Background: an optimization exercise with open tools, aiming at small area and a short achievable clock period. Do not read the settings as production practice.
Where RTL was checked, it was by simulation tests only, not by an equivalence proof against the original.

== rev 12 ==
Design ckv_unit, start of the top module:
module ckv_unit (
    input  wire        clk,
    input  wire        rst,
    input  wire        in_valid,
    input  wire        in_sof,
    input  wire        in_eof,
    input  wire [3:0]  in_nbytes,
    input  wire [63:0] in_data,
    input  wire [1:0]  in_alg,
    input  wire [1:0]  in_mode,
    input  wire [15:0] in_tenant,
    input  wire [15:0] in_pseq,
    input  wire [63:0] in_ctx,
    input  wire [23:0] in_dest,
    input  wire [63:0] in_expect,
    output reg         res_valid,
    output reg  [63:0] res_crc,
    output reg  [63:0] res_state,
    output reg         res_match
);
    reg  [1:0] alg_q;    
    reg        pcw_q;    
    wire       pcw_i = (in_mode == 2'd1);
    wire       res_i = (in_mode == 2'd2);
    wire [1:0] alg_i = pcw_i ? 2'd0 : in_alg;
    wire [1:0] alg_b = in_sof ? alg_i : alg_q;      
    reg [63:0] bmask;
    integer b;
    always @(*) begin
        for (b = 0; b < 8; b = b + 1)
            bmask[8*b +: 8] = (b < in_nbytes) ? 8'hFF : 8'h00;
    end
    wire        ctx_lo  = in_sof & res_i & (alg_i != 2'd2);
    wire        ctx_sw  = in_sof & res_i & (alg_i == 2'd2);
    wire        ctx_hi  = in_sof & res_i & (alg_i == 2'd3);
    wire        ctx_mid = ctx_lo;
    wire        tp_on   = in_sof & pcw_i;
    wire [63:0] start_v = {in_ctx[63:32] & {32{ctx_hi}},
                           (in_ctx[31:16] & {16{ctx_mid}}) ^ (in_tenant & {16{tp_on}}),
                           (in_ctx[15:0] & {16{ctx_lo}}) ^ ({in_ctx[7:0], in_ctx[15:8]} & {16{ctx_sw}})
                               ^ (in_pseq & {16{tp_on}})};
    wire [63:0] x_in = (in_data & bmask) ^ start_v;
    wire [3:0]  k_in = 4'd8 - in_nbytes;
    reg        v_r, sof_r, eof_r;
    reg        kone_r;    
    reg [2:0]  k_a, k_b, k_c;    
    reg [63:0] x_r;
    reg [23:0] dest_r;
    reg [63:0] exp_r;
    reg [3:0]  sel_r;     
    reg        pcw_r;     
  ...
Size in the first run: ~3700 cells after synthesis, roughly 450 flip-flops, ~390 I/O pins, ~0.039 mm2 of cells after synthesis.
clock: 30.0 ns
lec_check: 0
cap_margin: 30
core_margin: 2
core_utilization: 40
slew_margin: 30
synth_hierarchical: 1
standard.sh (not shown) runs the stock make flow with config.mk's settings and CLKGATE_MAP_FILE= SYNTH_SCRIPT=/design/flow/synth_recipe.tcl, a recipe that flattens the netlist after the stock synthesis.
==> flow/flow/run.sh <==
#!/bin/bash
# Standard ORFS layout (the standard.sh), with:
#  - repair_timing asked for extra setup margin, so critical paths get sized
#    (the clock and I/O constraints are unchanged);
#  - port buffers built from the smallest buffer (repair upsizes where needed).
set -euo pipefail
bash standard.sh SETUP_SLACK_MARGIN=23.5 "BUFFER_PORTS_ARGS=-buffer_cell sky130_fd_sc_hd__buf_1" finish > standard_make.log 2>&1
What rev 13 does differently from rev 12 at the input level:
==> flow/config.mk <==
export PLATFORM = sky130hd
export DESIGN_NAME = ckv_unit
export DESIGN_NICKNAME = ckv_unit
export VERILOG_FILES = /design/flow/design.v
export SDC_FILE = /design/flow/constraint.sdc
export NUM_CORES = 4
export LEC_CHECK = 0
export CAP_MARGIN = 20
export CORE_MARGIN = 2
export CORE_UTILIZATION = 40
export SLEW_MARGIN = 20
export SYNTH_HIERARCHICAL = 1
Findings:
Relative to rev 12, the via-per-instance ratio measured on rev 13 has increased slightly. Per the comparison of rev 13 with rev 12, hold slack now larger; count of multi-input gates did not really move; final design instance area without fill barely changed. Met1 layer usage reported by global route: rev 13 < rev 12. In terms of relative area change from synthesis to final layout, rev 13 and rev 12 differ only marginally. Setup skew after layout sits lower in rev 13 than in rev 12. Of the two values seen for end point of the critical path, res_crc[19] was produced by rev 13 and res_state[9] by rev 12. Core utilization of the finished layout delta (rev 13 -> rev 12): insignificant. On fill cell total of the finished layout, rev 13 tracks rev 12 almost exactly.


try-lagoon:
ckv_unit, a different RTL version from the one above (not shown whole).
For scale: ~450 flip-flops, ~390 I/O pins, ~41,000 um2 of cells after synthesis.
==> flow/config.mk <==
export PLATFORM = sky130hd
export DESIGN_NAME = ckv_unit
export DESIGN_NICKNAME = ckv_unit
export VERILOG_FILES = /design/flow/design.v
export SDC_FILE = /design/flow/constraint.sdc
export NUM_CORES = 4
export LEC_CHECK = 0
export CAP_MARGIN = 20
export CORE_MARGIN = 2
export CORE_UTILIZATION = 40
export CTS_BUF_LIST = sky130_fd_sc_hd__clkbuf_8
export CTS_CLUSTER_SIZE = 30
export SLEW_MARGIN = 20
export SYNTH_HIERARCHICAL = 1
==> flow/constraint.sdc <==
create_clock -name core_clock -period 30.0 [get_ports {clk}]
set_input_delay 6.0000 -clock core_clock [delete_from_list [all_inputs] [get_ports {clk}]]
set_output_delay 6.0000 -clock core_clock [all_outputs]
set_load 0.01 [all_outputs]
Scripts as last shown in full above: flow/flow/run.sh
Relative to try-lagoon, the following input files were edited for try-juniper:
- CTS_BUF_LIST no longer set, was sky130_fd_sc_hd__clkbuf_8
- CTS_CLUSTER_SIZE no longer set, was 30
==> flow/run.sh (new file) <==
#!/bin/bash
# synth_recipe.tcl (not shown) runs the flow's synth.tcl, then flattens the netlist and writes it again
# the make line also repeats each setting of config.mk as NAME=value (left out here)
make -C /OpenROAD-flow-scripts/flow DESIGN_CONFIG=/design/flow/config.mk WORK_HOME=/design/flow/orfs CLKGATE_MAP_FILE= SYNTH_SCRIPT=/design/flow/synth_recipe.tcl finish
removed: flow/flow/run.sh
removed: flow/standard.sh
## What came out
- try-juniper vs. try-lagoon: number of non-clock buffers in the layout down 18, worst hold margin grew by 0.012 ns, biggest cell delay along the critical path moved up, core utilization now larger.
- Min data required time of the critical path across try-juniper and try-lagoon: try-lagoon
- Relative to try-lagoon, the final critical delay including setup and external delays of try-juniper is higher by 0.70 ns.
- The highest-delay cell along the critical path comes out dfxtp_4 in one run and clkdlybuf4s50_1 in the other, namely in try-lagoon and try-juniper respectively.
- [try-juniper] cell count along the critical path rose 5 relative to try-lagoon
- Worst setup slack after layout for try-juniper is lower than for try-lagoon.
- Number of buffers inserted to repair setup after CTS | try-juniper below try-lagoon
Inputs modified between try-juniper and try-indigo:
- swapping 40 for 60 in CORE_UTILIZATION
- putting PLACE_DENSITY at 0.75 where nothing was set
==> flow/flow/run.sh (new file) <==
#!/bin/bash
# Standard ORFS layout (the standard.sh), with:
#  - repair_timing asked for extra setup margin, so critical paths get sized
#    (the clock and I/O constraints are unchanged);
#  - port buffers built from the smallest buffer (repair upsizes where needed).
set -euo pipefail
bash standard.sh SETUP_SLACK_MARGIN=23.5 "BUFFER_PORTS_ARGS=-buffer_cell sky130_fd_sc_hd__buf_1" finish > standard_make.log 2>&1
==> flow/standard.sh (new file) <==
#!/bin/bash
# synth_recipe.tcl (not shown) runs the flow's synth.tcl, then flattens the netlist and writes it again
# the make line also repeats each setting of config.mk as NAME=value (left out here)
make -C /OpenROAD-flow-scripts/flow DESIGN_CONFIG=/design/flow/config.mk WORK_HOME=/design/flow/orfs CLKGATE_MAP_FILE= SYNTH_SCRIPT=/design/flow/synth_recipe.tcl "${@:-finish}"
removed: flow/run.sh
In the metrics for try-juniper and try-indigo, the one carrying the higher final critical-path required period is try-juniper. Taking try-juniper as the reference point, the count of clock-buffer cells in the layout of try-indigo falls by 2. Going from try-juniper to try-indigo, arrival time of the worst setup path shrinks by 0.57 ns. Detailed router's first-iteration violation count, try-juniper and try-indigo: higher on try-indigo. Of the two values seen for end point of the critical path, x_r[41] was produced by try-indigo and x_r[1] by try-juniper. Initial antenna violation count (higher): try-indigo. try-indigo vs. try-juniper: area enclosed by the die boundary moved down, final clock period utilization by the worst path went down by 1.7 points.
No run of this note included a check of the RTL's function; only the layout flow was run.


lane 1:
ckv_unit again, from the RTL that the note above started with.
clock: 30.0 ns
lec_check: 0
cap_margin: 20
core_margin: 2
core_utilization: 40
slew_margin: 20
synth_hierarchical: 1
==> flow/flow/run.sh <==
#!/bin/bash
# Standard ORFS layout, with repair_timing asked for extra setup margin so the
# critical paths get sized and buffered (the constraints are unchanged).
set -euo pipefail
bash standard.sh SETUP_SLACK_MARGIN=23.5 finish > standard_make.log 2>&1
Lane 1: PASS, flow complete, no timing, DRC or antenna violations
Input changes introduced in lane 2 (baseline for comparison: lane 1):
diff --git a/flow/flow/run.sh b/flow/flow/run.sh
--- a/flow/flow/run.sh
+++ b/flow/flow/run.sh
@@ -5 +5 @@
-bash standard.sh SETUP_SLACK_MARGIN=23.5 finish > standard_make.log 2>&1
+bash standard.sh SETUP_SLACK_MARGIN=25 finish > standard_make.log 2>&1
Lane 2: all stages done; final checks FAILED (capacitance limit, slew limit). Lane 2 vs lane 1: post-detailed-routing wire length up by more than 10%. Compared with lane 1, lane 2 shows worst relative slew slack lower by 33 points. Looking at end point of the critical path, the res_match result is from lane 1; the res_crc[25] one comes from lane 2. Higher global-route usage goes to lane 2 over lane 1.
Input-level comparison between lane 3 and lane 2:
==> flow/flow/run.sh <==
#!/bin/bash
# Standard ORFS layout (the standard.sh), with:
#  - repair_timing asked for extra setup margin, so critical paths get sized
#    (the clock and I/O constraints are unchanged);
#  - port buffers built from the smallest buffer (repair upsizes where needed).
set -euo pipefail
bash standard.sh SETUP_SLACK_MARGIN=23.5 "BUFFER_PORTS_ARGS=-buffer_cell sky130_fd_sc_hd__buf_1" finish > standard_make.log 2>&1
## What came out
Taking lane 2 as the reference, in lane 3 routed wire length lost about 14%, maximum number of pins on one net before global-route repair went down, number of gates resized after cts now sits lower.
Having completed the whole flow, lane 3 delivered a layout that passed the timing, DRC and antenna checks.
Function was not checked in any run of this note: the RTL went through the layout flow alone.

==> afterwards: timing with drivers on the ports <==
No port has a modelled driver above. Below, the same layouts with a new extraction and two added sets of constraints. Step 1: set_driving_cell puts a clkbuf_16 on clk and a buf_2 on each other input, an assumption about the parent block. Step 2 also shifts input and output timing later by t, the mid clock arrival at the registers, as if the neighbouring blocks saw the same clock. Slacks: no drivers / after step 1 / after step 2; pairs: no drivers / after step 1.
run	shift t [ns]	setup slack, ns	hold WS [ns]
rev 12	0.645	22.947 / 22.886 / 22.410	0.313 / 0.313 / 0.313
rev 13	0.661	22.929 / 22.862 / 22.448	0.319 / 0.319 / 0.319
try-lagoon	0.754	22.810 / 22.745 / 22.381	0.311 / 0.311 / 0.311
try-juniper	0.684	22.115 / 22.158 / 21.474	0.323 / 0.323 / 0.323
try-indigo	0.658	22.638 / 22.653 / 22.001	0.307 / 0.307 / 0.307
lane 1	0.662	22.941 / 22.874 / 22.510	0.324 / 0.324 / 0.324
lane 2	0.667	22.927 / 22.856 / 22.371	0.323 / 0.323 / 0.323
lane 3	0.677	22.929 / 22.861 / 22.528	0.322 / 0.322 / 0.322
For try-juniper, which loses most, drivers alone change the setup slack by +0.043 ns; drivers and shift together by -0.641 ns.
